Context: an optimization exercise on an open-source flow, tuned for small area, a short achievable clock period and few clock cycles per item. The choices shown serve that exercise and are no tape-out recipe.

==> module pwm_minp, before the edit <==
module pwm_minp (
    input  wire        clk,
    input  wire        rst,
    input  wire        in_valid,
    output wire        in_ready,
    input  wire [18:0] in_per,
    input  wire [13:0] in_dly_r,
    input  wire [13:0] in_dly_f,
    input  wire [10:0] in_duty_max,
    input  wire        in_clamp,
    input  wire        in_clear,
    input  wire [7:0]  in_ls,
    input  wire [75:0] in_h,
    input  wire [3:0]  in_centre,
    output reg         out_valid,
    output reg  [7:0]  out_ls,
    output reg  [75:0] out_on,
    output reg  [75:0] out_off,
    output reg  [3:0]  out_drop,
    output reg  [3:0]  out_raise
);
    assign in_ready = 1'b1;
    reg        s0_valid;
    reg [18:0] s0_per;
    reg [13:0] s0_dly_r, s0_dly_f;
    reg [10:0] s0_duty_max;
    reg        s0_clamp, s0_clear;
    reg [7:0]  s0_ls;
    reg [75:0] s0_h;
    reg [3:0]  s0_centre;
    always @(posedge clk) begin
        s0_valid    <= in_valid & ~rst;
        s0_per      <= in_per;
        s0_dly_r    <= in_dly_r;
        s0_dly_f    <= in_dly_f;
        s0_duty_max <= in_duty_max;
        s0_clamp    <= in_clamp;
        s0_clear    <= in_clear;
        s0_ls       <= in_ls;
        s0_h        <= in_h;
        s0_centre   <= in_centre;
    end
    wire [28:0] duty_prod = s0_duty_max[9:0] * s0_per;
    wire [14:0] thr_h0    = 15'd2000 + s0_dly_r;
    wire [14:0] thr_l0    = 15'd2000 + s0_dly_f;
    wire [18:0] pmt0      = s0_per - thr_l0;
    reg        s1_valid;
    reg [18:0] s1_per, s1_max_h, s1_pmt;
    reg [14:0] s1_thr_h;
    reg        s1_full, s1_clamp;
    reg [7:0]  s1_ls;
    reg [75:0] s1_h;
    reg [3:0]  s1_centre;
    always @(posedge clk) begin
        s1_valid  <= s0_valid & ~rst;
        s1_per    <= s0_per;
        s1_max_h  <= duty_prod[28:10] | (s0_duty_max[10] ? s0_per : 19'd0);
        s1_pmt    <= pmt0;
        s1_thr_h  <= thr_h0;
        s1_full   <= s0_duty_max[10];
        s1_clamp  <= s0_clamp;
        s1_ls     <= s0_ls;
        s1_h      <= s0_h;
        s1_centre <= s0_centre;
    end
    reg [18:0] cv [0:3];         
    reg [3:0]  cf_low;           
    reg [18:0] per_c;            
    reg rst_q;
    always @(posedge clk) rst_q <= rst;
    always @(posedge clk)
        if (s1_valid) per_c <= s1_per;
    wire c_zero = rst_q | (s0_valid & s0_clear);
    reg        s2_valid;
    reg [18:0] s2_per;
    reg [7:0]  s2_ls;
    reg [75:0] s2_h;
    reg [3:0]  s2_centre, s2_drop, s2_raise;
    genvar l;
    generate
        for (l = 0; l < 4; l = l + 1) begin : g_leg
            wire [18:0] h   = s1_h[19*l +: 19];
            wire        sw  = (s1_ls[2*l +: 2] == 2'd0);
            wire [18:0] v   = cv[l];
            wire        f   = cf_low[l];
            wire r_nz    = |h;
            wire r_sh    = r_nz & (h[18:15] == 4'd0) & (h[14:0] < s1_thr_h);
            wire r_isper = (h == s1_per);
            wire r_sl    = (h > s1_pmt) & ~r_isper;
            wire [19:0] x0 = {1'b0, h};
            wire [19:0] x1 = {1'b0, v};
            wire [19:0] x2 = f ? {1'b1, ~per_c} : 20'd0;
            wire [19:0] cs_s = x0 ^ x1 ^ x2;
            wire [19:0] cs_c = (x0 & x1) | (x0 & x2) | (x1 & x2);
            wire [19:0] hc;
            add_bk #(20) u_hc (.a(cs_s), .b({cs_c[18:0], f}), .ci(1'b0), .s(hc), .co());
            wire neg  = hc[19];
            wire over = ~neg & (hc[18:0] > s1_max_h);
            wire nz_c    = ~neg & (|hc[18:0]);
            wire sh_c    = nz_c & (hc[18:15] == 4'd0) & (hc[14:0] < s1_thr_h);
            wire isper_c = ~neg & (hc[18:0] == s1_per);
            wire sl_c    = ~neg & (hc[18:0] > s1_pmt) & ~isper_c;
            wire nz    = over ? r_nz    : nz_c;
            wire sh    = over ? r_sh    : sh_c;
            wire isper = over ? r_isper : isper_c;
            wire sl    = over ? r_sl    : sl_c;
            wire cf    = s1_clamp | over;
            wire dropH  = sh & ~cf;
            wire raiseH = sh & cf;
            wire dropL  = sl & ~cf & s1_full;
            wire raiseL = sl & ~(~cf & s1_full);
            wire [18:0] h1 = over ? h : (neg ? 19'd0 : hc[18:0]);
            wire [18:0] h3 = raiseH ? {4'd0, s1_thr_h} : raiseL ? s1_pmt : h1;
            wire isLow  = ~nz | dropH;
            wire isHigh = isper | dropL;
            always @(posedge clk) begin
                if (c_zero) begin
                    cv[l]     <= 19'd0;
                    cf_low[l] <= 1'b0;
                end else if (s1_valid) begin
                    cv[l]     <= (sw & (dropH | dropL)) ? hc[18:0] : 19'd0;
                    cf_low[l] <= sw & dropL;
                end
            end
            always @(posedge clk) begin
                s2_h[19*l +: 19] <= h3;
                s2_ls[2*l +: 2]  <= ~sw ? s1_ls[2*l +: 2] : isLow ? 2'd1 : isHigh ? 2'd2 : 2'd0;
                s2_drop[l]       <= sw & (dropH | dropL);
                s2_raise[l]      <= sw & (raiseH | raiseL);
            end
        end
    endgenerate
    always @(posedge clk) begin
        s2_valid  <= s1_valid & ~rst;
        s2_per    <= s1_per;
        s2_centre <= s1_centre;
    end
    wire [19:0] per1 = {1'b0, s2_per} + 20'd1;
    generate
        for (l = 0; l < 4; l = l + 1) begin : g_place
            wire [18:0] h3  = s2_h[19*l +: 19];
            wire [1:0]  ls  = s2_ls[2*l +: 2];
            wire [19:0] a   = s2_centre[l] ? per1 : {s2_per, 1'b0};
            wire [19:0] b   = s2_centre[l] ? per1 : 20'd0;
            wire [19:0] son, sof;
            add_bk #(20) u_on  (.a(a), .b({1'b1, ~h3}), .ci(1'b1), .s(son), .co());
            add_bk #(20) u_off (.a(b), .b({1'b0, h3}),  .ci(1'b0), .s(sof), .co());
            always @(posedge clk) begin
                out_ls[2*l +: 2]    <= ls;
                out_on[19*l +: 19]  <= (ls == 2'd0) ? son[19:1] : 19'd0;
                out_off[19*l +: 19] <= (ls == 2'd0) ? sof[19:1] : (ls == 2'd2) ? s2_per : 19'd0;
            end
        end
    endgenerate
    always @(posedge clk) begin
        out_valid <= s2_valid & ~rst;
        out_drop  <= s2_drop;
        out_raise <= s2_raise;
    end
endmodule
Settings: LEC_CHECK=0, ABC_AREA=1, CAP_MARGIN=50, CORE_MARGIN=2, CORE_UTILIZATION=40, SLEW_MARGIN=70; clock period 26.0 ns.
run.sh (not shown) runs the stock make flow with config.mk's settings and CLKGATE_MAP_FILE= SYNTH_SCRIPT=/design/flow/synth_recipe.tcl, a recipe that flattens the netlist after the stock synthesis.
Change:
--- a/flow/design.v
+++ b/flow/design.v
@@ -39,39 +39,47 @@
         s0_ls       <= in_ls;
         s0_h        <= in_h;
         s0_centre   <= in_centre;
     end
-    wire [28:0] duty_prod = s0_duty_max[9:0] * s0_per;
+    wire [29:0] duty_prod = s0_duty_max * s0_per;
     wire [14:0] thr_h0    = 15'd2000 + s0_dly_r;
     wire [14:0] thr_l0    = 15'd2000 + s0_dly_f;
     wire [18:0] pmt0      = s0_per - thr_l0;
     reg        s1_valid;
     reg [18:0] s1_per, s1_max_h, s1_pmt;
     reg [14:0] s1_thr_h;
-    reg        s1_full, s1_clamp;
+    reg        s1_full, s1_clamp, s1_clear;
     reg [7:0]  s1_ls;
     reg [75:0] s1_h;
     reg [3:0]  s1_centre;
+    reg [3:0]  s1_nz, s1_sh, s1_sl, s1_isper;
+    integer k;
     always @(posedge clk) begin
         s1_valid  <= s0_valid & ~rst;
         s1_per    <= s0_per;
-        s1_max_h  <= duty_prod[28:10] | (s0_duty_max[10] ? s0_per : 19'd0);
+        s1_max_h  <= duty_prod[28:10];
         s1_pmt    <= pmt0;
         s1_thr_h  <= thr_h0;
         s1_full   <= s0_duty_max[10];
         s1_clamp  <= s0_clamp;
+        s1_clear  <= s0_clear;
         s1_ls     <= s0_ls;
         s1_h      <= s0_h;
         s1_centre <= s0_centre;
+        for (k = 0; k < 4; k = k + 1) begin
+            s1_nz[k]    <= |s0_h[19*k +: 19];
+            s1_sh[k]    <= (s0_h[19*k+15 +: 4] == 4'd0) && (s0_h[19*k +: 15] < thr_h0);
+            s1_sl[k]    <= (s0_h[19*k +: 19] > pmt0) && (s0_h[19*k +: 19] != s0_per);
+            s1_isper[k] <= (s0_h[19*k +: 19] == s0_per);
+        end
     end
     reg [18:0] cv [0:3];         
     reg [3:0]  cf_low;           
     reg [18:0] per_c;            
     reg rst_q;
     always @(posedge clk) rst_q <= rst;
     always @(posedge clk)
         if (s1_valid) per_c <= s1_per;
-    wire c_zero = rst_q | (s0_valid & s0_clear);
     reg        s2_valid;
     reg [18:0] s2_per;
     reg [7:0]  s2_ls;
     reg [75:0] s2_h;
@@ -80,14 +88,10 @@
     generate
         for (l = 0; l < 4; l = l + 1) begin : g_leg
             wire [18:0] h   = s1_h[19*l +: 19];
             wire        sw  = (s1_ls[2*l +: 2] == 2'd0);
-            wire [18:0] v   = cv[l];
-            wire        f   = cf_low[l];
-            wire r_nz    = |h;
-            wire r_sh    = r_nz & (h[18:15] == 4'd0) & (h[14:0] < s1_thr_h);
-            wire r_isper = (h == s1_per);
-            wire r_sl    = (h > s1_pmt) & ~r_isper;
+            wire [18:0] v   = s1_clear ? 19'd0 : cv[l];
+            wire        f   = ~s1_clear & cf_low[l];
             wire [19:0] x0 = {1'b0, h};
             wire [19:0] x1 = {1'b0, v};
             wire [19:0] x2 = f ? {1'b1, ~per_c} : 20'd0;
             wire [19:0] cs_s = x0 ^ x1 ^ x2;
@@ -99,12 +103,12 @@
             wire nz_c    = ~neg & (|hc[18:0]);
             wire sh_c    = nz_c & (hc[18:15] == 4'd0) & (hc[14:0] < s1_thr_h);
             wire isper_c = ~neg & (hc[18:0] == s1_per);
             wire sl_c    = ~neg & (hc[18:0] > s1_pmt) & ~isper_c;
-            wire nz    = over ? r_nz    : nz_c;
-            wire sh    = over ? r_sh    : sh_c;
-            wire isper = over ? r_isper : isper_c;
-            wire sl    = over ? r_sl    : sl_c;
+            wire nz    = over ? s1_nz[l]    : nz_c;
+            wire sh    = over ? s1_sh[l] & s1_nz[l] : sh_c;
+            wire isper = over ? s1_isper[l] : isper_c;
+            wire sl    = over ? s1_sl[l]    : sl_c;
             wire cf    = s1_clamp | over;
             wire dropH  = sh & ~cf;
             wire raiseH = sh & cf;
             wire dropL  = sl & ~cf & s1_full;
@@ -113,9 +117,9 @@
             wire [18:0] h3 = raiseH ? {4'd0, s1_thr_h} : raiseL ? s1_pmt : h1;
             wire isLow  = ~nz | dropH;
             wire isHigh = isper | dropL;
             always @(posedge clk) begin
-                if (c_zero) begin
+                if (rst_q) begin
                     cv[l]     <= 19'd0;
                     cf_low[l] <= 1'b0;
                 end else if (s1_valid) begin
                     cv[l]     <= (sw & (dropH | dropL)) ? hc[18:0] : 19'd0;
Effect: The changed run ran to the end with no violations. Worst setup slack loses 0.28 ns. Routed wire length came out higher by 0.71%. Cell area rises by 2.0%. Global-route usage fell by 0.51 points. Clock skew climbs by 0.0056 ns. Synthesized cell count is higher by 2.1%. Synthesized area goes up by 1.9%. Hold slack improves by 0.0045 ns.
No run of this note included a check of the RTL's function; only the layout flow was run.

## static timing again, ports no longer ideal
No port has a modelled driver above. Below, the same layouts with a new extraction and two added sets of constraints. Step 1 sets driving cells, clkbuf_16 on the clock port and buf_2 on the other inputs (assumed; they add their load-dependent delay and slew). Step 2 moves the port delays by t, midway between the first and last clock arrival at a register: inputs arrive t later, outputs are due t later. That takes back most of the time a late clock gives input paths. a / b / c = no drivers / after step 1 / after step 2; a / b = the first two.
run | shift t [ns] | setup slack, ns | worst setup path at the end
the first run | 0.795 | 19.022 / 18.945 / 19.161 | register to register
the second run | 0.802 | 18.745 / 18.745 / 18.745 | register to register
After both steps every run listed still meets setup and hold.
